Background: an optimization exercise with open tools, aiming at small area and a short achievable clock period. Do not read the settings as production practice. Only simulation tests tie the RTL to the original design; equivalence was not proved. No activity file was given, so power comes from the tool's default toggle rates.

## job 2328
Design ecc144_codec, start of the top module:
module ecc144_codec (
    input  wire         clk,
    input  wire         rst,
    input  wire         in_valid,
    input  wire         in_op,         
    input  wire [2:0]   in_src,
    input  wire [127:0] in_data,
    input  wire [15:0]  in_check,
    output reg          out_valid,
    output reg  [127:0] out_data,
    output reg  [15:0]  out_check,
    output reg  [1:0]   out_status,
    output reg  [5:0]   out_sym,
    output reg  [3:0]   out_err,
    output reg  [15:0]  corr_cnt,
    output reg  [15:0]  uncorr_cnt,
    output reg  [2:0]   last_src,
    output reg  [5:0]   last_sym,
    output reg  [3:0]   last_err
);
    localparam [1:0] ST_OK = 2'd0, ST_CORR = 2'd1, ST_UNCORR = 2'd2;
    localparam [15:0] CNT_MAX = 16'hFFFE;
    function [3:0] gf_mul(input [3:0] x, input [3:0] y);
        reg [6:0] r;
        integer i;
        begin
            r = 7'd0;
            for (i = 0; i < 4; i = i + 1)
                if (y[i]) r = r ^ ({3'd0, x} << i);
            for (i = 6; i >= 4; i = i - 1)
                if (r[i]) r = r ^ (7'h13 << (i - 4));
            gf_mul = r[3:0];
        end
    endfunction
    function [3:0] col_q(input [3:0] a, input [3:0] b);
        begin
            col_q = gf_mul(a, a) ^ gf_mul(a, b) ^ gf_mul(4'h8, gf_mul(b, b));
        end
    endfunction
    wire [15:0] kg = in_check & {16{in_op}};
    wire [15:0] syn;
    wire t144 = in_data[87] ^ in_data[107];
    wire t145 = in_data[21] ^ in_data[29];
    wire t146 = in_data[39] ^ in_data[47];
    wire t147 = in_data[22] ^ in_data[30];
    wire t148 = in_data[69] ^ in_data[77];
    wire t149 = in_data[91] ^ in_data[95];
    wire t150 = in_data[76] ^ in_data[124];
    wire t151 = in_data[104] ^ in_data[108];
    wire t152 = in_data[15] ^ in_data[43];
    wire t153 = in_data[114] ^ in_data[122];
    wire t154 = in_data[90] ^ in_data[94];
  ...
clock: 7.5 ns
lec_check: 0
cap_margin: 20
core_margin: 2
core_utilization: 40
cts_buf_list: sky130_fd_sc_hd__clkbuf_8
cts_cluster_diameter: 50
cts_cluster_size: 16
setup_slack_margin: 4.5
slew_margin: 20
standard.sh (not shown) runs the stock make flow with config.mk's settings and CLKGATE_MAP_FILE= SYNTH_SCRIPT=/design/flow/synth_recipe.tcl, a recipe that flattens the netlist after the stock synthesis.
==> flow/flow/run.sh <==
#!/bin/bash
# The standard layout, with the input ports buffered by buf_2 cells and the output ports
# by buf_1 cells (after global placement, see out_bufs.tcl) instead of the default
# clkdlybuf4s50_1; the tools' output goes to standard.log here.
set -euo pipefail
export BUFFER_PORTS_ARGS="-inputs -buffer_cell sky130_fd_sc_hd__buf_2"
export POST_GLOBAL_PLACE_TCL="$PWD/flow/out_bufs.tcl"
bash standard.sh > standard.log 2>&1
==> flow/flow/out_bufs.tcl <==
# one buf_1 on every output port, placed by the detailed placement that follows
buffer_ports -outputs -buffer_cell sky130_fd_sc_hd__buf_1
Setup changes, job 2328 to job 1103
- CORE_UTILIZATION: 40 -> 60
==> flow/flow/run.sh <==
#!/bin/bash
# The standard layout, with every port buffered by a buf_2 cell instead of the default
# clkdlybuf4s50_1 (smaller and faster); the tools' output goes to standard.log here.
set -euo pipefail
export BUFFER_PORTS_ARGS="-buffer_cell sky130_fd_sc_hd__buf_2"
bash standard.sh > standard.log 2>&1
removed: flow/flow/out_bufs.tcl
### Flow results
Wire length: job 2328 and job 1103 compared, higher one is job 2328. Compared with job 2328, job 1103 shows a post-CTS resize count that is 21 lower. Taking job 2328 as the reference, in job 1103 post-layout instance area lower, instance count along the most critical hold path neither gained nor lost much. Diff job 2328 -> job 1103: area added between synthesis and finish lost 1.2 points; gate count after technology mapping neither gained nor lost much.
Input changes introduced in job 819 (baseline for comparison: job 1103):
- CORE_UTILIZATION now 55, was 60
- PLACE_DENSITY now 0.85, previously not set
==> flow/flow/run.sh <==
#!/bin/bash
# The standard layout, with the input ports buffered by buf_2 cells and the output ports
# by buf_1 cells (after global placement, see out_bufs.tcl) instead of the default
# clkdlybuf4s50_1; the tools' output goes to standard.log here.
set -euo pipefail
export BUFFER_PORTS_ARGS="-inputs -buffer_cell sky130_fd_sc_hd__buf_2"
export POST_GLOBAL_PLACE_TCL="$PWD/flow/out_bufs.tcl"
bash standard.sh > standard.log 2>&1
==> flow/flow/out_bufs.tcl (new file) <==
# one buf_1 on every output port, placed by the detailed placement that follows
buffer_ports -outputs -buffer_cell sky130_fd_sc_hd__buf_1
### Flow results
The clock network area share number comes out lower for job 1103 vs job 819.
Against job 1103, area of placed instances in job 819 fell slightly.
Of the two values seen for worst setup path startpoint, r1_syn[2]$_DFF_P_ was produced by job 819 and r1_syn[3]$_DFF_P_ by job 1103.
Job 819 — met2 wire length about 2.6% higher, job 1103 as reference
The run showing the greater share of cell area taken by flip-flops and latches is job 819.
The capture point of the critical path comes out out_data[2]$_DFF_P_ in one run and out_data[22]$_DFF_P_ in the other, namely in job 819 and job 1103 respectively.
According to the power report, total power for job 819 is higher than for job 1103.
Setup changes, job 819 to job 6758
- changing CORE_UTILIZATION from 55 to 40
- changing SETUP_SLACK_MARGIN from 4.5 to 4.4
- removing PLACE_DENSITY (formerly 0.85)
Findings:
- Looking at share of cell area taken by multi-input logic gates across job 819 and job 6758, the one that comes out lower is job 6758.
- When job 6758 is measured against job 819, its row count turns out about 17% higher.
- Transition time at the pin with the least slew margin (higher): job 6758

==> afterwards: timing with drivers on the ports <==
No port has a modelled driver above. Below, the same layouts with a new extraction and two added sets of constraints. Step 1 sets driving cells, clkbuf_16 on the clock port and buf_2 on the other inputs (assumed; they add their load-dependent delay and slew). Step 2 moves the port delays by t, midway between the first and last clock arrival at a register: inputs arrive t later, outputs are due t later. That takes back most of the time a late clock gives input paths. Slacks: no drivers / after step 1 / after step 2; pairs: no drivers / after step 1.
run | t (ns) | setup slack, ns | hold WS [ns] | slew at the worst register clock pin (ns) | worst slew at a driven data input, ns
job 2328 | 0.686 | 4.555 / 4.555 / 3.909 | 0.342 / 0.342 / 0.342 | 0.10 / 0.10 | 0.07
job 1103 | 0.605 | 4.484 / 4.484 / 3.911 | 0.335 / 0.335 / 0.335 | 0.10 / 0.10 | 0.08
job 819 | 0.607 | 4.497 / 4.497 / 3.935 | 0.341 / 0.341 / 0.341 | 0.10 / 0.10 | 0.09
job 6758 | 0.662 | 4.440 / 4.440 / 3.813 | 0.337 / 0.337 / 0.337 | 0.10 / 0.10 | 0.07
After both steps setup and hold are still met in every run listed. The setup slack of job 2328, which loses most, moves by 0.000 ns with the drivers and by -0.646 ns with both steps.
